Source: an optimization exercise on an open RTL-to-GDS flow (aim: small area, a short achievable clock period and few clock cycles). Production flows keep margins and buffers that such runs may drop.
At most, simulation tests tie the RTL to the original design; equivalence was not proved.
No functional check of the RTL was part of runs 4 to 6.

==> design/flow/design.v <==
module gz_sbox (
    input  wire [7:0] a,
    output wire [7:0] y
);
    wire U0 = a[7], U1 = a[6], U2 = a[5], U3 = a[4],
         U4 = a[3], U5 = a[2], U6 = a[1], U7 = a[0];
    wire T1, T2, T3, T4, T5, T6, T7, T8, T9, T10, T11, T12, T13, T14, T15, T16, T17, T18, T19, T20, T21, T22, T23, T24, T25, T26, T27, M1, M2, M3, M4, M5, M6, M7, M8, M9, M10, M11, M12, M13, M14, M15, M16, M17, M18, M19, M20, M21, M22, M23, M46, M47, M48, M49, M50, M51, M52, M53, M54, M55, M56, M57, M58, M59, M60, M61, M62, M63, L0, L1, L2, L3, L4, L5, L6, L7, L8, L9, L10, L11, L12, L13, L14, L15, L16, L17, L18, L19, L20, L21, L22, L23, L24, L25, L26, L27, L28, L29, S0, S1, S2, S3, S4, S5, S6, S7, M37, M38, M39, M40, M41, M42, M43, M44, M45;
    assign T1 = U0 ^ U3;
    assign T2 = U0 ^ U5;
    assign T3 = U0 ^ U6;
    assign T4 = U3 ^ U5;
    assign T5 = U4 ^ U6;
    assign T6 = T1 ^ T5;
    assign T7 = U1 ^ U2;
    assign T8 = U7 ^ T6;
    assign T9 = U7 ^ T7;
    assign T10 = T6 ^ T7;
    assign T11 = U1 ^ U5;
    assign T12 = U2 ^ U5;
    assign T13 = T3 ^ T4;
    assign T14 = T6 ^ T11;
    assign T15 = T5 ^ T11;
    assign T16 = T5 ^ T12;
    assign T17 = T9 ^ T16;
    assign T18 = U3 ^ U7;
    assign T19 = T7 ^ T18;
    assign T20 = T1 ^ T19;
    assign T21 = U6 ^ U7;
    assign T22 = T7 ^ T21;
    assign T23 = T2 ^ T22;
    assign T24 = T2 ^ T10;
    assign T25 = T20 ^ T17;
    assign T26 = T3 ^ T16;
    assign T27 = T1 ^ T12;
    assign M1 = T13 & T6;
    assign M2 = T23 & T8;
    assign M3 = T14 ^ M1;
    assign M4 = T19 & U7;
    assign M5 = M4 ^ M1;
    assign M6 = T3 & T16;
    assign M7 = T22 & T9;
    assign M8 = T26 ^ M6;
    assign M9 = T20 & T17;
    assign M10 = M9 ^ M6;
    assign M11 = T1 & T15;
    assign M12 = T4 & T27;
    assign M13 = M12 ^ M11;
    assign M14 = T2 & T10;
    assign M15 = M14 ^ M11;
    assign M16 = M3 ^ M2;
    assign M17 = M5 ^ T24;
    assign M18 = M8 ^ M7;
    assign M19 = M10 ^ M15;
    assign M20 = M16 ^ M13;
    assign M21 = M17 ^ M15;
    assign M22 = M18 ^ M13;
    assign M23 = M19 ^ T25;
    assign M46 = M44 & T6;
    assign M47 = M40 & T8;
    assign M48 = M39 & U7;
    assign M49 = M43 & T16;
    assign M50 = M38 & T9;
    assign M51 = M37 & T17;
    assign M52 = M42 & T15;
    assign M53 = M45 & T27;
    assign M54 = M41 & T10;
    assign M55 = M44 & T13;
    assign M56 = M40 & T23;
    assign M57 = M39 & T19;
    assign M58 = M43 & T3;
    assign M59 = M38 & T22;
    assign M60 = M37 & T20;
    assign M61 = M42 & T1;
    assign M62 = M45 & T4;
    assign M63 = M41 & T2;
    assign L0 = M61 ^ M62;
    assign L1 = M50 ^ M56;
    assign L2 = M46 ^ M48;
    assign L3 = M47 ^ M55;
    assign L4 = M54 ^ M58;
    assign L5 = M49 ^ M61;
    assign L6 = M62 ^ L5;
    assign L7 = M46 ^ L3;
    assign L8 = M51 ^ M59;
    assign L9 = M52 ^ M53;
    assign L10 = M53 ^ L4;
    assign L11 = M60 ^ L2;
    assign L12 = M48 ^ M51;
    assign L13 = M50 ^ L0;
    assign L14 = M52 ^ M61;
    assign L15 = M55 ^ L1;
    assign L16 = M56 ^ L0;
    assign L17 = M57 ^ L1;
    assign L18 = M58 ^ L8;
    assign L19 = M63 ^ L4;
    assign L20 = L0 ^ L1;
    assign L21 = L1 ^ L7;
    assign L22 = L3 ^ L12;
    assign L23 = L18 ^ L2;
    assign L24 = L15 ^ L9;
    assign L25 = L6 ^ L10;
    assign L26 = L7 ^ L9;
    assign L27 = L8 ^ L10;
    assign L28 = L11 ^ L14;
    assign L29 = L11 ^ L17;
    assign S0 = L6 ^ L24;
    assign S1 = ~(L16 ^ L26);
    assign S2 = ~(L19 ^ L28);
    assign S3 = L6 ^ L21;
    assign S4 = L20 ^ L22;
    assign S5 = L25 ^ L29;
    assign S6 = ~(L13 ^ L27);
    assign S7 = ~(L6 ^ L23);
    reg [8:0] inv;
    always @(*) begin
        case ({M20, M21, M22, M23})
            4'd0: inv = 9'b000000000;
            4'd1: inv = 9'b001111000;
            4'd2: inv = 9'b000110011;
            4'd3: inv = 9'b001001011;
            4'd4: inv = 9'b110011000;
            4'd5: inv = 9'b010100110;
            4'd6: inv = 9'b111010011;
            4'd7: inv = 9'b011011110;
            4'd8: inv = 9'b010010101;
            4'd9: inv = 9'b101110101;
            4'd10: inv = 9'b101000110;
            4'd11: inv = 9'b011101101;
            4'd12: inv = 9'b100001101;
            4'd13: inv = 9'b100111110;
            4'd14: inv = 9'b110101011;
            4'd15: inv = 9'b111100000;
        endcase
    end
    assign {M37, M38, M39, M40, M41, M42, M43, M44, M45} = inv;
    assign y = {S0, S1, S2, S3, S4, S5, S6, S7};
endmodule
module gz_cmac (
    input  wire         clk,
    input  wire         rst,         
    input  wire         start,       
    input  wire [127:0] key,         
    output wire         idle,
    input  wire         in_valid,
    output wire         in_ready,
    input  wire [127:0] in_data,     
    input  wire         in_last,
    input  wire [4:0]   in_bytes,    
    output reg          tag_valid,
    output wire [127:0] tag
);
    localparam [2:0] S_IDLE = 3'd0, S_KEY = 3'd1, S_SUBK = 3'd2,
                     S_WAIT = 3'd3, S_ENC = 3'd4;
    reg [2:0]   state;
    reg [127:0] ckey;        
    reg [127:0] subl;        
    reg         lval;
    reg [127:0] st;          
    reg [127:0] rk;          
    reg [3:0]   rnd;         
    reg         last_q;
    wire r10    = (rnd == 4'd10);
    wire rounds = (state == S_SUBK) || (state == S_ENC);
    wire s_key  = (state == S_KEY);
    wire s_wait = (state == S_WAIT);
    assign idle     = (state == S_IDLE);
    assign in_ready = s_wait || (state == S_ENC && r10 && !last_q);
    wire take = in_valid && in_ready;
    wire [127:0] k1 = {subl[126:0], 1'b0} ^ (subl[127] ? 128'h87 : 128'h0);
    wire [127:0] k2 = {k1[126:0], 1'b0} ^ (k1[127] ? 128'h87 : 128'h0);
    reg [127:0] pad_mask;    
    reg [127:0] pad_bit;     
    integer b;
    always @(*) begin
        for (b = 0; b < 16; b = b + 1) begin
            pad_mask[127 - 8*b -: 8] = (b < in_bytes) ? 8'hff : 8'h00;
            pad_bit [127 - 8*b -: 8] = (b == in_bytes) ? 8'h80 : 8'h00;
        end
    end
    wire         lf   = in_ready && in_last && (in_bytes == 5'd16);
    wire         lp   = in_ready && in_last && (in_bytes != 5'd16);
    wire [127:0] keep = {128{in_ready}} & (in_last ? pad_mask : {128{1'b1}});
    wire [127:0] pbit = {128{in_ready && in_last}} & pad_bit;
    wire [127:0] kx   = ({128{lf}} & k1) | ({128{lp}} & k2);
    reg ks_new;
    reg [7:0] rcon;
    always @(*) begin
        case (ks_new ? 4'd0 : rnd)
            4'd0:  rcon = 8'h01;
            4'd1:  rcon = 8'h02;
            4'd2:  rcon = 8'h04;
            4'd3:  rcon = 8'h08;
            4'd4:  rcon = 8'h10;
            4'd5:  rcon = 8'h20;
            4'd6:  rcon = 8'h40;
            4'd7:  rcon = 8'h80;
            4'd8:  rcon = 8'h1b;
            4'd9:  rcon = 8'h36;
            default: rcon = 8'h00;
        endcase
    end
    wire [127:0] ks_in = ks_new ? ckey : rk;
    wire [31:0] w0 = ks_in[127:96];
    wire [31:0] w1 = ks_in[95:64];
    wire [31:0] w2 = ks_in[63:32];
    wire [31:0] w3 = ks_in[31:0];
    wire [31:0] sw;
    gz_sbox ks0 (.a(w3[23:16]), .y(sw[31:24]));
    gz_sbox ks1 (.a(w3[15:8]),  .y(sw[23:16]));
    gz_sbox ks2 (.a(w3[7:0]),   .y(sw[15:8]));
    gz_sbox ks3 (.a(w3[31:24]), .y(sw[7:0]));
    wire [31:0] n0 = w0 ^ sw ^ {rcon, 24'h0};
    wire [31:0] n1 = w1 ^ n0;
    wire [31:0] n2 = w2 ^ n1;
    wire [31:0] n3 = w3 ^ n2;
    wire [127:0] rk_next = {n0, n1, n2, n3};
    wire sel_mc = rounds && !r10;
    wire sel_sr = rounds && r10;
    wire [127:0] addk_k = (rounds ? rk : 128'h0) ^
                          ((in_ready || s_key) ? ckey : 128'h0);
    wire [127:0] addk   = (addk_k ^ kx) ^ ((in_data & keep) ^ pbit);
    wire [127:0] sb;
    genvar g;
    generate
        for (g = 0; g < 16; g = g + 1) begin : g_sb
            gz_sbox u_sb (.a(st[8*g+7 -: 8]), .y(sb[8*g+7 -: 8]));
        end
    endgenerate
    wire [127:0] sr;
    generate
        for (g = 0; g < 16; g = g + 1) begin : g_sr
            assign sr[127 - 8*g -: 8] = sb[127 - 8*((((g/4) + (g%4)) % 4)*4 + (g%4)) -: 8];
        end
    endgenerate
    function [7:0] xtime;
        input [7:0] v;
        xtime = {v[6:0], 1'b0} ^ (v[7] ? 8'h1b : 8'h00);
    endfunction
    wire         en_a = sel_mc || sel_sr;
    wire [127:0] ag   = sr & {128{en_a}};
    wire [127:0] mg   = sr & {128{sel_mc}};
    wire [127:0] st_next;
    generate
        for (g = 0; g < 4; g = g + 1) begin : g_mc
            wire [7:0] a0 = mg[127 - 32*g      -: 8];
            wire [7:0] a1 = mg[127 - 32*g -  8 -: 8];
            wire [7:0] a2 = mg[127 - 32*g - 16 -: 8];
            wire [7:0] a3 = mg[127 - 32*g - 24 -: 8];
            wire [7:0] p01 = a0 ^ a1;
            wire [7:0] p12 = a1 ^ a2;
            wire [7:0] p23 = a2 ^ a3;
            wire [7:0] p30 = a3 ^ a0;
            wire [7:0] t   = p01 ^ p23;
            wire [31:0] d  = {t ^ xtime(p01), t ^ xtime(p12),
                              t ^ xtime(p23), t ^ xtime(p30)};
            assign st_next[127 - 32*g -: 32] =
                (ag[127 - 32*g -: 32] ^ addk[127 - 32*g -: 32]) ^ d;
        end
    endgenerate
    wire st_en = s_key || (state == S_SUBK) || take ||
                 (state == S_ENC && !(r10 && !last_q));
    wire rk_en = s_key || take || sel_mc;
    always @(posedge clk) begin
        if (st_en)
            st <= st_next;
        if (rk_en)
            rk <= rk_next;
        if (idle && start)
            ckey <= key;
        if (state == S_SUBK && r10)
            subl <= st_next;
    end
    assign tag = tag_valid ? st : 128'h0;
    reg [2:0] state_d;
    reg [3:0] rnd_d;
    reg       lval_d;
    always @(*) begin
        state_d = state;
        rnd_d   = rnd;
        lval_d  = lval;
        if (sel_mc)
            rnd_d = rnd + 4'd1;
        if (take)
            rnd_d = 4'd1;
        case (state)
            S_IDLE: begin
                if (start) begin
                    lval_d  = lval && (key == ckey);
                    state_d = (lval && (key == ckey)) ? S_WAIT : S_KEY;
                end
            end
            S_KEY: begin
                rnd_d   = 4'd1;
                state_d = S_SUBK;
            end
            S_SUBK: begin
                if (r10) begin
                    lval_d  = 1'b1;
                    state_d = S_WAIT;
                end
            end
            S_WAIT: begin
                if (in_valid)
                    state_d = S_ENC;
            end
            S_ENC: begin
                if (r10 && last_q)
                    state_d = S_IDLE;
            end
            default: state_d = S_IDLE;
        endcase
    end
    always @(posedge clk) begin
        if (rst) begin
            state     <= S_IDLE;
            lval      <= 1'b0;
            rnd       <= 4'd0;
            last_q    <= 1'b0;
            tag_valid <= 1'b0;
            ks_new    <= 1'b0;
        end else begin
            state     <= state_d;
            lval      <= lval_d;
            rnd       <= rnd_d;
            tag_valid <= (state == S_ENC) && r10 && last_q;
            ks_new    <= (state_d == S_KEY) || (state_d == S_WAIT) ||
                         (state_d == S_ENC && rnd_d == 4'd10);
            if (take)
                last_q <= in_last;
        end
    end
endmodule
==> design/flow/flow/run.sh <==
#!/bin/bash
# Own flow: the standard layout (standard.sh), except that synthesis maps
# the logic with an area-oriented ABC script (flow/abc_map.script) instead of
# ORFS's delay script, which restructures the XOR networks of the S-boxes
# into much larger logic. Everything else, registers included, is the
# standard synthesis; placement, CTS and routing are standard.sh's.
set -euo pipefail
W=$PWD
ABC_SCRIPT=$W/flow/abc_map.script
cat > $W/own_synth.tcl <<EOS
proc abc {args} {
  set i [lsearch \$args -script]
  if {\$i >= 0} { lset args [expr {\$i + 1}] $ABC_SCRIPT }
  foreach c {xor3_1 xor3_2 xor3_4 xnor3_1 xnor3_2 xnor3_4} {
    lappend args -dont_use sky130_fd_sc_hd__\$c
  }
  yosys abc {*}\$args
}
source $W/synth_recipe.tcl
EOS
sed "s|$W/synth_recipe.tcl|$W/own_synth.tcl|g" $W/standard.sh > $W/own_standard.sh
grep -q own_synth.tcl $W/own_standard.sh
bash $W/own_standard.sh synth > $W/synth.log 2>&1
bash $W/own_standard.sh > $W/layout.log 2>&1
==> design/flow/flow/abc_map.script <==
&get -n
&st
&dch
&nf
&put
==> design/flow/standard.sh <==
#!/bin/bash
# synth_recipe.tcl (not shown) runs the flow's synth.tcl, then flattens the netlist and writes it again
# the make line also repeats each setting of config.mk as NAME=value (left out here)
make -C /OpenROAD-flow-scripts/flow DESIGN_CONFIG=/design/flow/config.mk WORK_HOME=/design/flow/orfs CLKGATE_MAP_FILE= SYNTH_SCRIPT=/design/flow/synth_recipe.tcl "${@:-finish}"
==> design/flow/config.mk <==
export PLATFORM = sky130hd
export DESIGN_NAME = gz_cmac
export DESIGN_NICKNAME = gz_cmac
export VERILOG_FILES = /design/flow/design.v
export SDC_FILE = /design/flow/constraint.sdc
export NUM_CORES = 8
export LEC_CHECK = 0
export CAP_MARGIN = 20
export CORE_MARGIN = 2
export CORE_UTILIZATION = 50
export PLACE_DENSITY = 0.65
export SETUP_SLACK_MARGIN = 4
export SLEW_MARGIN = 20
==> design/flow/constraint.sdc <==
create_clock -name core_clock -period 10.0 [get_ports {clk}]
set_input_delay 2.0000 -clock core_clock [delete_from_list [all_inputs] [get_ports {clk}]]
set_output_delay 2.0000 -clock core_clock [all_outputs]
set_load 0.01 [all_outputs]
==> results of run 1 <==
[cell families (layout without fill, tap and decap cells)]
kind of cell	Yosys count	count (layout)	synth area share [%]
fa+ha+maj	166	166	3.71
simple gates	1486	1487	12.0
xor+xnor	2579	2579	40.4
buf+inv	205	1085	1.38
mux	206	206	4.80
compound gates	810	810	9.83
other cells	0	6	0
flops	523	523	27.9
[per-layer routing]
| metal | vias to the layer above | GRT usage (%) | share of wire [%] |
|---|---|---|---|
| met3 | 530 | 7.36 | 11 |
| met5 | - | 0 | 0.026 |
| li1 | 22100 | - | - |
| met4 | 10 | 16.2 | 5.6 |
| met2 | 2827 | 59.3 | 45 |
| met1 | 23900 | 50.1 | 39 |
[metrics by stage]
stage          hold WS (ns)  std cells  utilization (%)
5_1_grt               0.519       8345             66.6
3_5_place_dp          0.489       7904             56.8
2_1_floorplan         0.457       5975                -
4_1_cts               0.498       8124             62.3
6_report              0.500       8350             66.7
3_3_place_gp          0.497       7904             56.8
[final cells by class]
| class | instances | area, um^2 |
|---|---|---|
| well taps | 1488 | 1860 |
| flip-flops and latches | 523 | 15600 |
| clock inverters | 41 | 469 |
| multi-input cells | 5248 | 46400 |
| fillers | 8872 | 36900 |
| repair buffers | 762 | 7050 |
| diodes | 6 | 15.0 |
| inverters | 205 | 795 |
| clock buffers | 77 | 1710 |
[final timing paths]
kind               start     end  slack, ns  cells after the start
hold / removal    last_q  last_q       0.50                      2
setup reg to reg  ks_new   rk[2]       4.03                     23
hold reg to reg   last_q  last_q       0.50                      2
setup / recovery  ks_new   rk[2]       4.03                     23
[registers in the layout, summed over array words and instances (netlist names)]
signal and flops:
ckey 128, rk 128, st 128, subl 128, rnd 4, state 3, ks_new 1, last_q 1
lval 1, tag_valid 1
[placed cells by master (no fill, tap or decap), types with 18 or more instances in the layout]
cell type,n
a211o_1,28
a211oi_1,31
a21boi_0,19
a21oi_1,136
a221oi_1,20
a22oi_1,129
and2_0,142
and3_1,27
buf_4,340
clkbuf_16,68
clkdlybuf4s50_1,396
clkinv_1,201
edfxtp_1,512
ha_1,156
mux2i_1,124
mux2i_4,19
mux4_2,49
nand2_1,671
nand2_2,20
nand2b_1,27
nand3_1,67
nand4_1,18
nor2_1,250
nor2_2,28
nor2_4,24
nor3_1,71
nor4_1,25
o211ai_1,77
o21a_1,35
o21ai_0,120
o21ai_1,29
o22ai_1,34
o2bb2ai_1,20
or3_1,25
xnor2_1,1535
xnor2_2,302
xnor2_4,77
xor2_1,478
xor2_2,127
xor2_4,60
[synth_stat cells, types with 12 or more instances]
master,count
o211ai_1,77
nor3_1,80
mux4_2,49
a211o_1,28
nor2b_1,12
ha_1,166
or3_1,26
nand4_1,18
nor3b_1,12
and3b_1,12
nand3_1,69
a22oi_1,129
o21a_1,35
a211oi_1,41
mux2i_1,149
o22ai_1,34
o221ai_1,24
nand2b_1,29
clkinv_1,205
a21o_1,12
nand3b_1,14
a221oi_1,23
edfxtp_1,512
and3_1,30
xnor2_1,1914
a21oi_1,147
a21boi_0,25
nor4_1,26
xor2_1,665
o2bb2ai_1,20
o21ai_0,153
nand2_1,693
and2_0,145
nor2_1,301
[timing repair]
action	CTS	global route
pin swaps	42	142
resized for setup	414	432
cloned	2	2
setup buffers	100	216
setup endpoints to repair	381	312
[tightest hold or removal path, delay by kind of cell (launching register included)]
kind	cells	cell delay [ns]
flip-flops	1	0.34
AND/OR/NAND/NOR	1	0.06
AO/OA/AOI/OAI	1	0.05
==> summary.txt, run 1 <==
Hold/Removal Path Class reg2reg; first-pass GRT wire length 317000 um; crit path buf inv count 3; Boundary Pins 397; antenna violations before repair 10; Sink Count ~520; CTS tree done; Setup WS pre-CTS approximately 2.5 ns; die footprint around 0.11 mm^2; Distinct cells, synth between 60 and 70; Worst setup EP type flip-flop; Slew Viols, Final 0; CP Class reg2reg; Tcrit/Tclk final between 50 and 60%; largest net degree at the start of global routing 136; vias in the first global route between 40000 and 50000; Syn Nets ~6400; Placer Congestion slightly above 1; Residual DRC 0; Mean Syn Cell Area just over 9 um^2; setup violators final 0; Clock Path Buffers 3; worst-skew pair later-pin latency roughly 0.66 ns; Die Wd 338 um; fin nets just over 7000; CP Data Arrival Time 6.36 ns; Slowest Stage Delay on Critical Path roughly 0.52 ns; final WL between 200000 and 250000 um; number of buffers created by CTS 66; worst slew pin tran around 1.2 ns; hold_buf cts 0; GRT Residual Overflow 0; FFs w/ async S/R, synth 0%; worst path required time 10.39 ns; I/O Buffers between 300 and 400; crit path time final between 5 and 6 ns; setup repair after global routing missed its margin yes; Yosys top cell area share around 30%; routed vias/inst 5.91; Cell Rows 122; crit path max fanout 11; total track usage roughly 38%; Final Hold Vio Count 0; synthesized area 0.0559 mm^2; Die H about 340 um; drt pass-1 iters 8; area post-placement ~0.063 mm^2; share of cells above drive strength 1 around 19%; YS warnings 2; most area-hungry cell type in the Yosys netlist xnor2_1; area delta synth->final 32.1%; Detailed Place HPWL 178000 um; largest cells by area after synthesis xnor2_1, edfxtp_1, xor2_1, nand2_1, ha_1; Reg clk slew, reported paths around 0.06 ns; clock skew between 0.03 and 0.04 ns; Routed wire per std cell ~27 um; via count about 50000; core area between 0.1 and 0.15 mm^2; Largest delay share family, worst path XOR/XNOR gates; FMAX 168 MHz; post-synthesis sequential area ratio roughly 28%; MaxCap Viol Count 0; critical path launch point type flip-flop; fin worst setup slack 4.03 ns; final instance area 0.0739 mm^2; EDFF count, synth slightly above 500; 1st-iter DRT viols roughly 6000; crit-path most repeated cell xnor2_2; Yosys reg bits 523; Final ANT Viol Nets 0; status timing/DRC/antenna clean; clock root cell clkbuf_16; Mapped Cells around 6000; initial cell density of the core between 50% and 60%; CP Cell Sequence buf_16, mux2i_4, xnor2_2, xor2_4, xnor2_2, ha_2, clkinv_2, or3_4, a22o_1, and3_1, or2_4, buf_4, ha_1, mux4_2, nand2_2, xor2_2, xnor2_2, xnor2_2, xnor2_2, xnor2_2, xnor2_2, xnor2_2, xnor2_1; Top FF cell, synth edfxtp_1; slowest stage cell, crit path mux4_2; worst relative slew slack between 10% and 20%; H-Tree Depth 3; Final TNS setup 0 ns
Testbench counts, summed over its fixed seeds: cycles 27,193.
==> run 2: changes to the inputs <==
--- a/design/flow/config.mk
+++ b/design/flow/config.mk
@@ -7,7 +7,7 @@
 export LEC_CHECK = 0
 export CAP_MARGIN = 20
 export CORE_MARGIN = 2
-export CORE_UTILIZATION = 50
-export PLACE_DENSITY = 0.65
+export CORE_UTILIZATION = 40
+export PLACE_DENSITY = 0.55
 export SETUP_SLACK_MARGIN = 4
 export SLEW_MARGIN = 20
==> summary.txt, run 2 <==
status timing/DRC/antenna clean; worst-skew pair later-pin latency 0.66 ns (about the same); initial cell density of the core 40.2% (-10 points); Detailed Place HPWL 181000 um (+2.2%); Mean Syn Cell Area 9.36 um^2 (unchanged); area post-placement 0.0636 mm^2 (+0.92%); Tcrit/Tclk final 59.4% (-0.21 points); hold_sp last_q; crit path time final 5.94 ns (-0.0214 ns); CP Data Arrival Time 3.94 ns (-2.42 ns); crit-path most repeated cell nand2_1; worst path required time 8.00 ns (-2.39 ns); clock skew 0.0274 ns (-0.00729 ns); MaxCap Viol Count 0 (unchanged); Sink Count 523 (unchanged); crit path buf inv count 5 (+2); Largest delay share family, worst path buffers and inverters; Reg clk slew, reported paths 0.06 ns (about the same); Hold/Removal Path Class reg2reg; Placer Congestion 0.988 (-4.4%); CP Class reg2out; most common cell after layout, fill and taps aside xnor2_1; Routed wire per std cell 26.3 um (-3.6%); Final TNS setup 0 ns (unchanged); Placed Instances 8304 (+5.1%); Fill cells 12600 (+42%); crit path max fanout 41 (+30); Commonest cells post-synth xnor2_1, nand2_1, xor2_1, edfxtp_1, nor2_1; cells on worst reg2reg path 17 (-26%); Die H 378 um (+12%); 1st-iter DRT viols 5033 (-15%); GRT Residual Overflow 0 (unchanged); Mapped Cells 5975 (unchanged); setup violators final 0 (unchanged); Hold Path Sink last_q; Clock Path Buffers 3 (unchanged); I/O Buffers 396 (unchanged); R2R Setup Slk 4.12 ns (+0.09 ns); worst slew pin tran 1.39 ns (+0.155 ns); largest net degree at the start of global routing 129 (-5.1%); setup repair after global routing missed its margin yes; worst relative slew slack 6.39% (-10 points); total track usage 30.9% (-6.7 points); clock root cell clkbuf_16; critical path launch point type flip-flop; H-Tree Depth 3 (unchanged); Cell Rows 137 (+12%); via count 48500 (-1.7%); Yosys top cell area share 30.0% (unchanged); post-synthesis sequential area ratio 27.9% (unchanged); final non-filler cell total 8746 (+4.7%); Hold Crit Depth 2 (unchanged); area delta synth->final 32.4%; FMAX 168 MHz (+0.36%); Yosys reg bits 523 (unchanged); share of cells above drive strength 1 18.3% (-0.19 points); Slowest Stage Delay on Critical Path 0.80 ns (+0.28 ns); Final ANT Viol Nets 0 (unchanged); first-pass GRT wire length 320000 um (+0.83%); CTS tree done; slowest stage cell, crit path clkdlybuf4s50_1; YS warnings 2 (unchanged); die footprint 0.143 mm^2 (+25%); Worst setup EP type primary output; Slew Viols, Final 0 (unchanged); antenna violations before repair 9 (-1); core area 0.139 mm^2 (+26%); synthesized area 0.0559 mm^2 (unchanged); Top FF cell, synth edfxtp_1; commonest non-fill, non-tap cells in the layout xnor2_1, nand2_1, edfxtp_1, xor2_1, clkdlybuf4s50_1; largest cells by area after synthesis xnor2_1, edfxtp_1, xor2_1, nand2_1, ha_1; fin nets 7247 (+0.12%); EDFF count, synth 512 (unchanged); R2R Path Start st[44]; final instance area 0.0741 mm^2 (+0.25%); final WL 230000 um (+0.94%); Syn Nets 6407 (unchanged); most area-hungry cell type in the Yosys netlist xnor2_1; Boundary Pins 397 (unchanged); Residual DRC 0 (unchanged); Die Wd 378 um (+12%); Distinct cells, synth 62 (unchanged); routed vias/inst 5.55 (-6.2%); drt pass-1 iters 5 (-3); Crit Reg-Reg Endpoint st[126]; CP Cell Sequence clkinv_1, ha_1, nand2_1, nor2_4, buf_6, nand2_1, o21a_1, buf_4, clkinvlp_4, clkdlybuf4s50_1; vias in the first global route 45900 (-1.1%); count leader, synth xnor2_1; number of buffers created by CTS 69 (+4.5%); FFs w/ async S/R, synth 0% (unchanged); Final Hold Vio Count 0 (unchanged)
[run 2: area by class of cell]
cell class | instances | area [um^2] | share of cell area, %
Multi-Input combinational cell | 5249 | 46000 | 62.1
Sequential cell | 523 | 15600 | 21.1
Timing Repair Buffer | 767 | 7060 | 9.53
Tap cell | 1876 | 2350 | 3.17
Clock buffer | 87 | 1880 | 2.53
Inverter | 205 | 797 | 1.08
Clock inverter | 36 | 349 | 0.471
Antenna cell | 3 | 7.51 | 0.0101
[run 2: worst max-delay path by stage]
stage	startpoint	end	depth (start not counted)
finish	rnd[0]	in_ready	10
global route	st[15]	st[68]	20
CTS	rnd[0]	in_ready	10
detailed placement	st[78]	st[15]	18
global placement	st[79]	st[15]	16
floorplan	ks_new	rk[2]	23
[run 2: through the flow]
step | util, % | worst slack [ns] | hold slack, ns
after floorplan | - | 3.28 | 0.457
after global placement | 45.7 | 2.62 | 0.495
after detailed placement | 45.7 | 2.54 | 0.498
after CTS | 50.1 | 3.93 | 0.504
after global routing | 53.2 | 3.88 | 0.531
final | 53.2 | 4.06 | 0.508
[run 2: worst register-to-register path: stages, from the launching register on]
cell,delay [ns]
edfxtp_1,0.59
xnor2_4,0.26
xnor2_2,0.34
xnor2_1,0.21
ha_1,0.30
nor3_1,0.39
nor3_1,0.21
nor2_2,0.39
mux4_2,0.42
nor2_1,0.24
xor2_1,0.31
xnor2_1,0.13
xnor2_1,0.15
xnor2_1,0.48
nor2_1,0.20
xor2_2,0.35
xnor2_1,0.21
xnor2_1,0.44
[run 2: what timing repair did]
action / in CTS / in global routing
hold buffers: 0 / 0
endpoints found under the setup margin: 379 / 313
pin swaps: 59 / 126
buffers inserted: 107 / 205
gates cloned: 1 / 2
resized for setup: 424 / 388
hold endpoints to repair: 0 / 0
[run 2: layer usage]
layer,track usage [%],wire length [um]
met1,41.4,93700
met4,11.3,10100
met3,5.28,20400
met2,49.8,106000
met5,0,23
[run 2: cells by family (layout without fill, tap and decap cells)]
kind of cell | count (synthesis) | in the layout | share of synthesized area, %
xor gates and xnor gates | 2579 | 2579 | 40.4
and+or+nand+nor | 1486 | 1488 | 12.0
AOI/OAI and AO/OA | 810 | 810 | 9.83
DFF | 523 | 523 | 27.9
muxes | 206 | 206 | 4.80
buffers and inverters | 205 | 1095 | 1.38
adders and majority gates | 166 | 166 | 3.71
other | 0 | 3 | 0
==> run 3: changes to the inputs <==
--- a/design/flow/flow/run.sh
+++ b/design/flow/flow/run.sh
@@ -3,7 +3,8 @@
 # the logic with an area-oriented ABC script (flow/abc_map.script) instead of
 # ORFS's delay script, which restructures the XOR networks of the S-boxes
 # into much larger logic. Everything else, registers included, is the
-# standard synthesis; placement, CTS and routing are standard.sh's.
+# standard synthesis; placement, CTS and routing are standard.sh's, with
+# plain buffers on the ports.
 set -euo pipefail
 W=$PWD
 ABC_SCRIPT=$W/flow/abc_map.script
@@ -21,4 +22,6 @@
 sed "s|$W/synth_recipe.tcl|$W/own_synth.tcl|g" $W/standard.sh > $W/own_standard.sh
 grep -q own_synth.tcl $W/own_standard.sh
 bash $W/own_standard.sh synth > $W/synth.log 2>&1
-bash $W/own_standard.sh > $W/layout.log 2>&1
+# The ports' buffers are the platform's plain buf_1 instead of the buffer
+# buffer_ports picks on its own (clkdlybuf4s50_1, a slow delay cell).
+bash $W/own_standard.sh "BUFFER_PORTS_ARGS=-buffer_cell sky130_fd_sc_hd__buf_1" finish > $W/layout.log 2>&1
==> summary.txt, run 3 <==
Top FF cell, synth edfxtp_1; largest cells by area after synthesis xnor2_1, edfxtp_1, xor2_1, nand2_1, ha_1; Reg clk slew, reported paths 0.06 ns (about the same); YS warnings 2 (unchanged); Commonest cells post-synth xnor2_1, nand2_1, xor2_1, edfxtp_1, nor2_1; Tcrit/Tclk final 59.5% (about the same); total track usage 30.7% (-0.18 points); Worst setup EP type flip-flop; Placed Instances 8299 (-0.060%); Final Hold Vio Count 0 (unchanged); most area-hungry cell type in the Yosys netlist xnor2_1; final instance area 0.0712 mm^2 (-3.9%); count leader, synth xnor2_1; FFs w/ async S/R, synth 0% (unchanged); EDFF count, synth 512 (unchanged); post-synthesis adder-cell area fraction 3.71% (unchanged); Mapped Cells 5975 (unchanged); Yosys top cell area share 30.0% (unchanged); number of buffers created by CTS 68 (-1.4%); H-Tree Depth 3 (unchanged); Slowest Stage Delay on Critical Path 0.54 ns (-0.26 ns); commonest non-fill, non-tap cells in the layout xnor2_1, nand2_1, edfxtp_1, xor2_1, buf_1; largest net degree at the start of global routing 100 (-22%); mux cell area share after synthesis 4.80% (unchanged); setup repair after global routing missed its margin yes; Mean Syn Cell Area 9.36 um^2 (unchanged); Routed wire per std cell 26.3 um (about the same); CP Class reg2reg; fin worst setup slack 4.05 ns (-0.00423 ns); slowest stage cell, crit path edfxtp_1; Setup WS pre-CTS 1.95 ns (-0.592 ns); Final ANT Viol Nets 0 (unchanged); worst relative slew slack 10.8% (+4.4 points); final WL 229000 um (-0.28%); share of cells above drive strength 1 17.9% (-0.44 points); first-pass GRT wire length 319000 um (-0.46%); Die Wd 378 um (unchanged); Compound-Gate Fraction of Synth Area 9.83% (unchanged); Slew Viols, Final 0 (unchanged); crit path max fanout 7 (-83%); MaxCap Viol Count 0 (unchanged); Detailed Place HPWL 182000 um (+0.33%); worst-skew pair later-pin latency 0.70 ns (+0.04 ns); FMAX 168 MHz (about the same); synthesized area 0.0559 mm^2 (unchanged); area delta synth->final 27.3%; worst path required time 10.43 ns (+2.43 ns); Final TNS setup 0 ns (unchanged); die footprint 0.143 mm^2 (unchanged); hold_buf cts 0 (unchanged); fin nets 7215 (-0.44%); crit-path most repeated cell xnor2_2; Die H 378 um (unchanged); Largest delay share family, worst path XOR/XNOR gates; CP Cell Sequence xnor2_2, xor2_2, xor2_1, ha_1, xnor2_1, xnor2_1, xnor2_2, ha_1, and3_1, o21ai_0, o211ai_1, xnor2_2, buf_4, xnor2_4, xnor2_1, xnor2_2, nand2_1, xnor2_2, xnor2_2, buf_4, xnor2_1; largest family of logic cells by synthesized area XOR/XNOR gates; 1st-iter DRT viols 5057 (+0.48%); Sink Count 523 (unchanged); crit path buf inv count 2 (-3); clock root cell clkbuf_16; Cell Rows 137 (unchanged); Boundary Pins 397 (unchanged); post-synthesis sequential area ratio 27.9% (unchanged); status timing/DRC/antenna clean; Yosys reg bits 523 (unchanged); xor-xnor portion of the synthesized cell area 40.4% (unchanged); worst slew pin tran 1.33 ns (-0.0651 ns); GRT Residual Overflow 0 (unchanged); Hold/Removal Path Class reg2reg; Clock Path Buffers 3 (unchanged); final non-filler cell total 8717 (-0.33%); core area 0.139 mm^2 (unchanged); simple-gate area share of the yosys netlist 12.0% (unchanged); via count 48500 (-0.15%); initial cell density of the core 40.2% (unchanged); crit path time final 5.95 ns (+0.00423 ns); Residual DRC 0 (unchanged); area post-placement 0.0611 mm^2 (-3.9%); routed vias/inst 5.56 (+0.18%); Placer Congestion 0.969 (-2.0%); clock skew 0.0486 ns (+0.0211 ns); vias in the first global route 45900 (-0.011%); setup violators final 0 (unchanged); hold_ws 0.511 ns (+0.00256 ns); antenna violations before repair 19 (+10); CP Data Arrival Time 6.38 ns (+2.44 ns); Distinct cells, synth 62 (unchanged); Syn Nets 6407 (unchanged); drt pass-1 iters 6 (+1); most common cell after layout, fill and taps aside xnor2_1; I/O Buffers 396 (unchanged); critical path launch point type flip-flop; CTS tree done
run 3: cell counts after synthesis:
No cell type changed its count.
run 3: worst paths after layout:
| path | startpoint | endpoint | slack, ns | cells after the start |
|---|---|---|---|---|
| worst max-delay path | st[66] | st[50] | 4.05 | 21 |
| worst min-delay path | last_q | last_q | 0.51 | 2 |
| worst min register to register | last_q | last_q | 0.51 | 2 |
| worst max register to register | st[66] | st[50] | 4.05 | 21 |
run 3: area by class of cell:
type / count / area (um^2)
antenna: 7 / 17.5
multi-input combinational: 5248 / 46000
inverter: 205 / 792
clock inverter: 39 / 358
sequential: 523 / 15600
tap: 1876 / 2350
clock buffer: 82 / 1810
fill: 12900 / 68000
timing repair buffer: 737 / 4280
run 3: layer usage:
metal / share of wire [%] / vias to the layer above / GRT usage [%]
li1: - / 22000 / -
met1: 41 / 23900 / 40.9
met2: 46 / 2161 / 48.7
met5: 0.073 / - / 0
met3: 8.9 / 412 / 6.11
met4: 4.7 / 24 / 12.1
run 3: cells by family (layout without fill, tap and decap cells):
group | count (synthesis) | in the layout
simple gates | 1486 | 1487
buf+inv | 205 | 1063
other cells | 0 | 7
flops | 523 | 523
fa+ha+maj | 166 | 166
compound gates | 810 | 810
xor+xnor | 2579 | 2579
mux | 206 | 206
run 3: per-stage QoR:
| step | utilization [%] |
|---|---|
| 2_1_floorplan | - |
| 3_3_place_gp | 43.9 |
| 3_5_place_dp | 43.9 |
| 4_1_cts | 47.9 |
| 5_1_grt | 51.1 |
| 6_report | 51.2 |
run 3: worst min-delay path, delay by kind of cell (launching register included):
kind / cells / cell delay, ns
AND/OR/NAND/NOR: 1 / 0.07
flip-flops: 1 / 0.34
AO/OA/AOI/OAI: 1 / 0.05
run 3: repair_timing:
item,in CTS,in global routing
gates resized for setup,387,395
buffers inserted,78,210
setup endpoints to repair,376,318
pin swaps,43,111
gates cloned,0,2
==> run 4: changes to the inputs <==
--- a/design/flow/design.v
+++ b/design/flow/design.v
@@ -164,7 +164,8 @@
     wire s_key  = (state == S_KEY);
     wire s_wait = (state == S_WAIT);
     assign idle     = (state == S_IDLE);
-    assign in_ready = s_wait || (state == S_ENC && r10 && !last_q);
+    reg rdy;                 
+    assign in_ready = rdy;
     wire take = in_valid && in_ready;
     wire [127:0] k1 = {subl[126:0], 1'b0} ^ (subl[127] ? 128'h87 : 128'h0);
     wire [127:0] k2 = {k1[126:0], 1'b0} ^ (k1[127] ? 128'h87 : 128'h0);
@@ -274,10 +275,12 @@
     reg [2:0] state_d;
     reg [3:0] rnd_d;
     reg       lval_d;
+    reg       last_d;
     always @(*) begin
         state_d = state;
         rnd_d   = rnd;
         lval_d  = lval;
+        last_d  = take ? in_last : last_q;
         if (sel_mc)
             rnd_d = rnd + 4'd1;
         if (take)
@@ -318,6 +321,7 @@
             last_q    <= 1'b0;
             tag_valid <= 1'b0;
             ks_new    <= 1'b0;
+            rdy       <= 1'b0;
         end else begin
             state     <= state_d;
             lval      <= lval_d;
@@ -325,8 +329,9 @@
             tag_valid <= (state == S_ENC) && r10 && last_q;
             ks_new    <= (state_d == S_KEY) || (state_d == S_WAIT) ||
                          (state_d == S_ENC && rnd_d == 4'd10);
-            if (take)
-                last_q <= in_last;
+            rdy       <= (state_d == S_WAIT) ||
+                         (state_d == S_ENC && rnd_d == 4'd10 && !last_d);
+            last_q    <= last_d;
         end
     end
 endmodule
==> summary.txt, run 4 <==
CP Data Arrival Time 6.36 ns (-0.02 ns); core area 0.139 mm^2 (+0.12%); most area-hungry cell type in the Yosys netlist xnor2_1; H-Tree Depth 3 (unchanged); Tcrit/Tclk final 59.1% (-0.38 points); critical path launch point type flip-flop; share of cells above drive strength 1 19.1% (+1.2 points); met2 GRT Util 48.2% (-0.58 points); FMAX 169 MHz (+0.64%); post-synthesis sequential area ratio 27.8% (-0.051 points); status timing/DRC/antenna clean; die footprint 0.143 mm^2 (+0.31%); Hold/Removal Path Class reg2reg; Syn Nets 6443 (+0.56%); routed vias/inst 5.58 (+0.30%); worst-skew pair later-pin latency 0.70 ns (about the same); commonest non-fill, non-tap cells in the layout xnor2_1, nand2_1, edfxtp_1, xor2_1, buf_1; Final Hold Vio Count 0 (unchanged); vias in the first global route 46400 (+1.1%); FFs w/ async S/R, synth 0% (unchanged); area delta synth->final 29.6%; MaxCap Viol Count 0 (unchanged); Yosys top cell area share 29.4% (-0.58 points); Final ANT Viol Nets 0 (unchanged); Die Wd 378 um (+0.15%); initial cell density of the core 40.2% (+0.076 points); most used routing layer met2; most common cell after layout, fill and taps aside xnor2_1; CP Cell Sequence xnor2_4, xnor2_2, xnor2_1, ha_1, xor2_1, xnor2_1, xnor2_2, ha_1, clkinv_1, a311o_1, a21oi_1, nor2_1, xnor2_2, xnor2_1, o21ai_0, nor2_2, xor2_2, xnor2_2, xnor2_1, xnor2_1; 1st-iter DRT viols 5194 (+2.7%); EDFF count, synth 512 (unchanged); fin nets 7298 (+1.2%); Detailed Place HPWL 182000 um (about the same); Largest delay share family, worst path XOR/XNOR gates; Commonest cells post-synth xnor2_1, xor2_1, nand2_1, edfxtp_1, nor2_1; largest cells by area after synthesis xnor2_1, edfxtp_1, xor2_1, nand2_1, ha_1; worst path required time 10.45 ns (+0.02 ns); crit-path most repeated cell xnor2_1; clock root cell clkbuf_16; Clock Path Buffers 3 (unchanged); Final TNS setup 0 ns (unchanged); GRT met3 Usage 4.29% (-1.8 points); final non-filler cell total 8815 (+1.1%); setup violators final 0 (unchanged); YS warnings 2 (unchanged); Placed Instances 8328 (+0.35%); Top FF cell, synth edfxtp_1; slowest stage cell, crit path edfxtp_1; crit path time final 5.91 ns (-0.0377 ns); I/O Buffers 396 (unchanged); worst relative slew slack 23.2% (+12 points); Cell Rows 137 (unchanged); count leader, synth xnor2_1; number of buffers created by CTS 67 (-1.5%); clock skew 0.0538 ns (+0.00519 ns); Slowest Stage Delay on Critical Path 0.55 ns (about the same); Residual DRC 0 (unchanged); synthesized area 0.0561 mm^2 (+0.31%); Worst setup EP type flip-flop; CTS tree done; Yosys reg bits 524 (+0.19%); crit path buf inv count 1 (-1); Sink Count 524 (+0.19%); antenna violations before repair 29 (+10); total track usage 30.9% (+0.25 points); met1 usage 42.5% (+1.6 points); Mean Syn Cell Area 9.33 um^2 (-0.29%); drt pass-1 iters 7 (+1); GRT Residual Overflow 0 (unchanged); Routed wire per std cell 26.3 um (about the same); crit path max fanout 5 (-2); Boundary Pins 397 (unchanged); Reg clk slew, reported paths 0.06 ns (about the same); Mapped Cells 6011 (+0.60%); final WL 232000 um (+1.1%); via count 49200 (+1.4%); setup repair after global routing missed its margin yes; first-pass GRT wire length 321000 um (+0.78%); Die H 378 um (+0.15%); largest net degree at the start of global routing 129 (+29%); worst slew pin tran 1.14 ns (-0.185 ns); Slew Viols, Final 0 (unchanged); Distinct cells, synth 66 (+6.5%); Placer Congestion 0.994 (+2.6%); CP Class reg2reg
[run 4: cell count changes after synthesis, sizes merged, moves of 8 or more]
cell | before | now
a2111oi | 1 | 11
a21oi | 147 | 138
a22oi | 129 | 137
clkinv | 205 | 194
nand2 | 693 | 682
nand2b | 29 | 37
nand3 | 69 | 81
nor2 | 301 | 340
nor3 | 80 | 95
nor4 | 26 | 11
o211ai | 77 | 56
xnor2 | 1914 | 1883
xor2 | 665 | 684
[run 4: worst min-delay path: cells and delay by family (launching register included)]
kind          cells  cell delay [ns]
flops             1             0.31
simple gates      2             0.12
[run 4: cell type report]
class | count | area (um^2)
Inverter | 194 | 747
Clock buffer | 79 | 1720
Fill cell | 12800 | 66700
Sequential cell | 524 | 15600
Tap cell | 1876 | 2350
Antenna cell | 24 | 60.1
Timing Repair Buffer | 786 | 4810
Clock inverter | 39 | 500
Multi-Input combinational cell | 5293 | 46900
[run 4: metal layers]
| metal | routed length (um) | share of wire (%) |
|---|---|---|
| met3 | 18200 | 7.8 |
| met5 | 5 | 0.0022 |
| met4 | 12100 | 5.2 |
| met2 | 104000 | 45 |
| met1 | 97400 | 42 |
[run 4: path summary, 6_finish.rpt]
path / from / endpoint / slack (ns) / depth (start not counted)
worst max-delay path: st[17] / st[51] / 4.09 / 20
worst min-delay path: last_q / tag_valid / 0.48 / 2
worst max register to register: st[17] / st[51] / 4.09 / 20
worst min register to register: last_q / tag_valid / 0.48 / 2
[run 4: cell families after synthesis]
| kind of cell | synth area share, % |
|---|---|
| and+or+nand+nor | 12.3 |
| adders and majority gates | 3.70 |
| AOI/OAI and AO/OA | 10.2 |
| xor gates and xnor gates | 40.1 |
| muxes | 4.61 |
| buffers and inverters | 1.30 |
| DFF | 27.8 |
[run 4: what timing repair did]
action,4_1_cts,5_1_grt
pin swaps,51,145
gates resized for setup,468,446
gates cloned,2,1
hold buffers,0,0
setup endpoints to repair,380,317
setup buffers,104,238
[run 4: stage by stage]
stage               instance area [um^2]  hold WS [ns]  setup WS, ns  utilization, %
floorplan                          56800         0.447          3.28               -
global placement                   61100         0.472          2.08            43.8
detailed placement                 61100         0.468          2.06            43.8
CTS                                67600         0.477          3.92            48.5
global route                       72700         0.537          3.90            52.1
finish                             72700         0.478          4.09            52.2
==> run 5: changes to the inputs <==
==> design/flow/flow/abc_map.script (replaced) <==
&get -n
&st
&dch -f
&nf -R 1000
&put
==> summary.txt, run 5 <==
CP Cell Sequence buf_12, buf_16, mux2i_4, xor2_4, xor2_4, xor2_1, ha_2, xor2_4, xnor2_2, xor2_4, clkinv_2, ha_4, mux4_2, nand2_2, xnor2_4, xor2_4, xor2_1, xnor2_1, xnor2_2, xnor2_2, buf_4, xnor2_2, xnor2_1; worst-skew pair later-pin latency 0.65 ns (-0.05 ns); crit-path most repeated cell xor2_4; Distinct cells, synth 55 (-17%); FFs w/ async S/R, synth 0% (unchanged); Die Wd 372 um (-1.8%); most common cell after layout, fill and taps aside xnor2_1; status timing/DRC/antenna clean; met2 GRT Util 47.0% (-1.1 points); drt pass-1 iters 5 (-2); Cell Rows 134 (-2.2%); hold_buf cts 0 (unchanged); core area 0.134 mm^2 (-4.0%); vias in the first global route 44000 (-5.2%); FMAX 169 MHz (about the same); YS warnings 2 (unchanged); fin nets 7164 (-1.8%); CTS tree done; synthesized area 0.0540 mm^2 (-3.7%); share of cells above drive strength 1 17.0% (-2.1 points); area delta synth->final 27.5%; critical path launch point type flip-flop; routed vias/inst 5.37 (-3.7%); post-synthesis sequential area ratio 28.9% (+1.1 points); H-Tree Depth 3 (unchanged); cells on worst reg2reg path 23 (+15%); Yosys reg bits 524 (unchanged); Worst setup EP type flip-flop; largest net degree at the start of global routing 129 (unchanged); GRT Residual Overflow 0 (unchanged); crit path max fanout 25 (+20); Detailed Place HPWL 167000 um (-8.3%); CP Data Arrival Time 6.30 ns (-0.06 ns); crit path buf inv count 4 (+3); Die H 372 um (-1.8%); Top FF cell, synth edfxtp_1; MaxCap Viol Count 0 (unchanged); I/O Buffers 396 (unchanged); CP Class reg2reg; Slowest Stage Delay on Critical Path 0.49 ns (-0.06 ns); Final Hold Vio Count 0 (unchanged); Final TNS setup 0 ns (unchanged); commonest non-fill, non-tap cells in the layout xnor2_1, nand2_1, edfxtp_1, xor2_1; count leader, synth xnor2_1; worst slew pin tran 1.21 ns (+0.0620 ns); most used routing layer met2; total track usage 29.4% (-1.5 points); most area-hungry cell type in the Yosys netlist xnor2_1; crit path time final 5.91 ns (+0.00362 ns); final non-filler cell total 8554 (-3.0%); Mapped Cells 5959 (-0.87%); Final ANT Viol Nets 0 (unchanged); antenna violations before repair 6 (-79%); worst relative slew slack 19.4% (-3.8 points); number of buffers created by CTS 66 (-1.5%); Commonest cells post-synth xnor2_1, nand2_1, xor2_1, edfxtp_1, nor2_1; setup repair after global routing missed its margin yes; via count 46000 (-6.5%); Placed Instances 8172 (-1.9%); setup violators final 0 (unchanged); Placer Congestion 0.977 (-1.7%); Hold/Removal Path Class reg2reg; Boundary Pins 397 (unchanged); Residual DRC 0 (unchanged); Tcrit/Tclk final 59.1% (about the same); Hold Crit Depth 2 (unchanged); clock root cell clkbuf_16; Slew Viols, Final 0 (unchanged); Yosys top cell area share 30.5% (+1.1 points); clock skew 0.0342 ns (-0.0196 ns); Mean Syn Cell Area 9.07 um^2 (-2.8%); Routed wire per std cell 24.7 um (-6.2%); final WL 211000 um (-9.0%); met1 usage 40.2% (-2.3 points); Reg clk slew, reported paths 0.06 ns (about the same); Syn Nets 6391 (-0.81%); initial cell density of the core 40.4% (+0.13 points); Largest delay share family, worst path XOR/XNOR gates; EDFF count, synth 512 (unchanged); die footprint 0.138 mm^2 (-3.6%); Clock Path Buffers 3 (unchanged); Sink Count 524 (unchanged); worst path required time 10.39 ns (-0.06 ns); first-pass GRT wire length 296000 um (-7.7%); slowest stage cell, crit path mux4_2; Crit path depth 23 (+15%); largest cells by area after synthesis xnor2_1, edfxtp_1, xor2_1, nand2_1, ha_1; 1st-iter DRT viols 4510 (-13%); GRT met3 Usage 4.59% (+0.30 points)
==> run 5: cell types whose count changed in the layout (fill, tap and decap cells not counted), sizes merged, moves of 34 or more <==
| cell | before | now |
|---|---|---|
| buf | 783 | 702 |
| clkinv | 212 | 157 |
| mux4 | 47 | 11 |
| nand2 | 682 | 924 |
| nand3 | 81 | 31 |
| nor2 | 340 | 463 |
| nor3 | 95 | 22 |
| o21a | 42 | 8 |
==> run 5: timing repair <==
action	4_1_cts	5_1_grt
endpoints found under the setup margin	380	332
gates cloned	0	3
setup buffers	97	160
resized for setup	430	393
hold endpoints to repair	0	0
pin swaps	55	106
==> run 5: cells by family after synthesis <==
group	Yosys count	share of synthesized area, %
compound gates	669	7.92
simple gates	1726	13.5
mux	151	3.06
buf+inv	143	0.994
fa+ha+maj	166	3.84
xor+xnor	2580	41.8
flops	524	28.9
==> run 5: final timing paths <==
kind,startpoint,endpoint,slack (ns)
worst min register to register,lval,lval,0.51
worst max register to register,ks_new,rk[2],4.09
worst max-delay path,ks_new,rk[2],4.09
worst min-delay path,lval,lval,0.51
==> run 5: area by class of cell <==
class | instances | area [um^2]
timing repair buffer | 702 | 3920
multi-input combinational | 5295 | 44300
inverter | 143 | 549
sequential | 524 | 15600
clock inverter | 39 | 519
fill | 12500 | 64900
tap | 1768 | 2210
antenna | 4 | 10.0
clock buffer | 79 | 1760
==> run 5: worst reg2reg max path: stages, from the launching register on <==
cell	delay [ns]
dfxtp_4	0.38
buf_12	0.15
buf_16	0.27
mux2i_4	0.41
xor2_4	0.32
xor2_4	0.26
xor2_1	0.25
ha_2	0.27
xor2_4	0.21
xnor2_2	0.19
xor2_4	0.28
clkinv_2	0.17
ha_4	0.19
mux4_2	0.49
nand2_2	0.13
xnor2_4	0.20
xor2_4	0.26
xor2_1	0.23
xnor2_1	0.14
xnor2_2	0.27
xnor2_2	0.11
buf_4	0.17
xnor2_2	0.16
xnor2_1	0.14
==> run 5: metal layers <==
metal	vias up	wire length [um]	share of wire [%]
li1	21300	-	-
met3	336	17400	8.2
met1	22500	89200	42
met2	1863	95900	45
met4	6	8490	4.0
met5	-	33	0.016
==> run 5: metrics by stage <==
stage / hold slack (ns) / setup WS (ns) / cell area [um^2] / utilization, %
floorplan: 0.447 / 3.57 / 54600 / -
global placement: 0.499 / 2.35 / 58800 / 43.9
detailed placement: 0.506 / 2.40 / 58800 / 43.9
CTS: 0.519 / 3.97 / 64800 / 48.4
global route: 0.522 / 3.86 / 68900 / 51.5
finish: 0.514 / 4.09 / 68900 / 51.5
==> run 6: changes to the inputs <==
--- a/design/flow/config.mk
+++ b/design/flow/config.mk
@@ -8,6 +8,8 @@
 export CAP_MARGIN = 20
 export CORE_MARGIN = 2
 export CORE_UTILIZATION = 40
+export CTS_BUF_LIST = sky130_fd_sc_hd__clkbuf_4 sky130_fd_sc_hd__clkbuf_8
+export CTS_CLUSTER_SIZE = 20
 export PLACE_DENSITY = 0.55
 export SETUP_SLACK_MARGIN = 4
 export SLEW_MARGIN = 20
==> summary.txt, run 6 <==
FMAX 170 MHz (+0.34%); Slew Viols, Final 0 (unchanged); Boundary Pins 397 (unchanged); most common cell after layout, fill and taps aside xnor2_1; YS warnings 2 (unchanged); setup violators final 0 (unchanged); EDFF count, synth 512 (unchanged); first-pass GRT wire length 297000 um (about the same); Die Wd 372 um (unchanged); crit-path most repeated cell xnor2_1; initial cell density of the core 40.4% (unchanged); Fill cells 12500 (+0.62%); Hold/Removal Path Class reg2reg; Mapped Cells 5959 (unchanged); GRT Residual Overflow 0 (unchanged); Distinct cells, synth 55 (unchanged); worst path required time 10.61 ns (+0.22 ns); number of buffers created by CTS 95 (+44%); Clock Path Buffers 3 (unchanged); antenna violations before repair 7 (+1); CP Data Arrival Time 6.50 ns (+0.20 ns); most used routing layer met2; hold_ws 0.516 ns (+0.00203 ns); Residual DRC 0 (unchanged); CP Class reg2reg; Slowest Stage Delay on Critical Path 0.49 ns (about the same); Detailed Place HPWL 167000 um (unchanged); 1st-iter DRT viols 4896 (+8.6%); via count 46400 (+0.86%); Reg clk slew, reported paths 0.06 ns (about the same); total track usage 29.5% (+0.091 points); crit path max fanout 5 (-80%); largest cells by area after synthesis xnor2_1, edfxtp_1, xor2_1, nand2_1, ha_1; Yosys reg bits 524 (unchanged); count leader, synth xnor2_1; most area-hungry cell type in the Yosys netlist xnor2_1; I/O Buffers 396 (unchanged); Final ANT Viol Nets 0 (unchanged); Worst setup EP type flip-flop; H-Tree Depth 3 (unchanged); CP Cell Sequence xor2_4, xor2_4, xnor2_1, ha_2, xor2_4, xnor2_1, xnor2_2, ha_1, clkinv_1, mux4_2, or2_0, xor2_2, xnor2_1, xnor2_1, nand2_1, nor2_4, xor2_2, xor2_2, xnor2_2, xnor2_2; fin nets 7210 (+0.64%); met2 GRT Util 46.9% (-0.090 points); clock root cell clkbuf_8; post-synthesis sequential area ratio 28.9% (unchanged); die footprint 0.138 mm^2 (unchanged); Sink Count 524 (unchanged); setup repair after global routing missed its margin yes; Commonest cells post-synth xnor2_1, nand2_1, xor2_1, edfxtp_1, nor2_1; MaxCap Viol Count 0 (unchanged); worst slew pin tran 1.18 ns (-0.0244 ns); Layout Utilization 51.5% (about the same); Tcrit/Tclk final 58.9% (-0.20 points); worst-skew pair later-pin latency 0.85 ns (+0.20 ns); Syn Nets 6391 (unchanged); core area 0.134 mm^2 (unchanged); final WL 212000 um (+0.53%); Placer Congestion 0.977 (unchanged); Final TNS setup 0 ns (unchanged); register area 0.0156 mm^2 (unchanged); Top FF cell, synth edfxtp_1; vias in the first global route 44100 (+0.29%); GRT met3 Usage 4.51% (-0.076 points); commonest non-fill, non-tap cells in the layout xnor2_1, nand2_1, edfxtp_1, xor2_1; Yosys top cell area share 30.5% (unchanged); Die H 372 um (unchanged); synthesized area 0.0540 mm^2 (unchanged); crit path time final 5.89 ns (-0.0202 ns); status timing/DRC/antenna clean; Routed wire per std cell 24.6 um (-0.35%); share of cells above drive strength 1 18.0% (+0.99 points); CTS tree done; final non-filler cell total 8630 (+0.89%); routed vias/inst 5.37 (about the same); Cell Rows 134 (unchanged); largest net degree at the start of global routing 129 (unchanged); Mean Syn Cell Area 9.07 um^2 (unchanged); met1 usage 40.3% (+0.12 points); Final Hold Vio Count 0 (unchanged); area delta synth->final 27.6% (about the same); Placed Instances 8172 (unchanged); slowest stage cell, crit path edfxtp_1; clock skew 0.0627 ns (+0.0286 ns); critical path launch point type flip-flop; worst relative slew slack 21.0% (+1.5 points); FFs w/ async S/R, synth 0% (unchanged); drt pass-1 iters 6 (+1); area occupied by multi-input gates 0.0445 mm^2 (+0.36%)
run 6: cell types whose count changed in the layout (fill, tap and decap cells not counted), moves of 5 or more:
cell       change
xnor2_4        +6
clkbuf_1      -10
xor2_4         +5
clkinv_2      +11
bufinv_16      -5
clkinv_1      +10
clkbuf_4      +23
xor2_1         -6
nor2_4         -6
buf_4         +14
clkbuf_8      +98
clkbuf_16     -68
nor2_2         +6
run 6: cell families (layout without fill, tap and decap cells):
| group | after synthesis | in the layout | synth area share [%] |
|---|---|---|---|
| AOI/OAI and AO/OA | 669 | 669 | 7.92 |
| xor gates and xnor gates | 2580 | 2583 | 41.8 |
| adders and majority gates | 166 | 166 | 3.84 |
| buffers and inverters | 143 | 1036 | 0.994 |
| DFF | 524 | 524 | 28.9 |
| muxes | 151 | 151 | 3.06 |
| other | 0 | 7 | 0 |
| and+or+nand+nor | 1726 | 1726 | 13.5 |
run 6: worst max-delay path, delay by kind of cell, from the launching register on:
kind / cells / cell delay (ns)
fa+ha+maj: 2 / 0.60
xor+xnor: 13 / 3.19
buf+inv: 1 / 0.12
flops: 1 / 0.49
mux: 1 / 0.49
simple gates: 3 / 0.79
run 6: worst paths after layout:
kind              cells after the start       to  slack [ns]  startpoint
hold reg to reg                       2     lval        0.52        lval
hold / removal                        2     lval        0.52        lval
setup reg to reg                     20  subl[7]        4.11      st[73]
setup / recovery                     20  subl[7]        4.11      st[73]
run 6: cell type report:
| class | count | area share (%) |
|---|---|---|
| antenna | 7 | 0.0254 |
| clock inverter | 53 | 0.639 |
| inverter | 143 | 0.797 |
| timing repair buffer | 719 | 5.95 |
| multi-input combinational | 5295 | 64.5 |
| clock buffer | 121 | 2.21 |
| tap | 1768 | 3.21 |
| sequential | 524 | 22.7 |
run 6: layer usage:
layer / up-vias / routed length [um]
li1: 21400 / -
met1: 22700 / 90100
met2: 1888 / 95800
met3: 359 / 16800
met4: 0 / 9340
met5: - / 0
run 6: repair_timing:
item,4_1_cts,5_1_grt
gates resized for setup,425,412
cloned,0,4
hold buffers,0,0
setup buffers,97,176
pin swaps,50,114
setup endpoints to repair,381,330
run 6: metrics by stage:
stage	instance area (um^2)	worst slack, ns
5_1_grt	68900	3.85
3_5_place_dp	58800	2.40
2_1_floorplan	54600	3.57
4_1_cts	64400	3.92
6_report	68900	4.11
3_3_place_gp	58800	2.35

## what the ideal ports hide
The flow's constraints put no driver on any port. The routed layouts listed below were extracted and timed again, unchanged, in two steps. Step 1 sets driving cells, clkbuf_16 on the clock port and buf_2 on the other inputs (assumed; they add their load-dependent delay and slew). Step 2 adds t to the input delays and takes it off the output delays; t is the mean of the earliest and latest rising clock arrival at the registers after step 1. Input paths then give back, and output paths get back, about the clock's delay inside the block. Three values: ideal ports, drivers, drivers and shift; two values: the first two.
run | t, ns | setup WS [ns] | worst setup path at the end | latest minus earliest clock arrival (ns) | worst register clock-pin slew, ns
run 1 | 0.715 | 4.034 / 4.034 / 3.598 | input to register | 0.036 / 0.036 | 0.07 / 0.07
run 2 | 0.732 | 4.056 / 3.973 / 3.551 | input to register | 0.027 / 0.027 | 0.07 / 0.07
run 3 | 0.760 | 4.052 / 4.052 / 3.548 | input to register | 0.053 / 0.053 | 0.07 / 0.07
run 4 | 0.749 | 4.089 / 4.089 / 3.770 | input to register | 0.054 / 0.054 | 0.07 / 0.07
run 5 | 0.713 | 4.086 / 4.086 / 3.799 | input to register | 0.034 / 0.034 | 0.07 / 0.07
run 6 | 0.898 | 4.106 / 4.106 / 3.830 | input to register | 0.067 / 0.066 | 0.07 / 0.07
After both steps setup and hold are still met in every run listed. The setup slack of run 2, which loses most, moves by -0.083 ns with the drivers and by -0.505 ns with both steps.
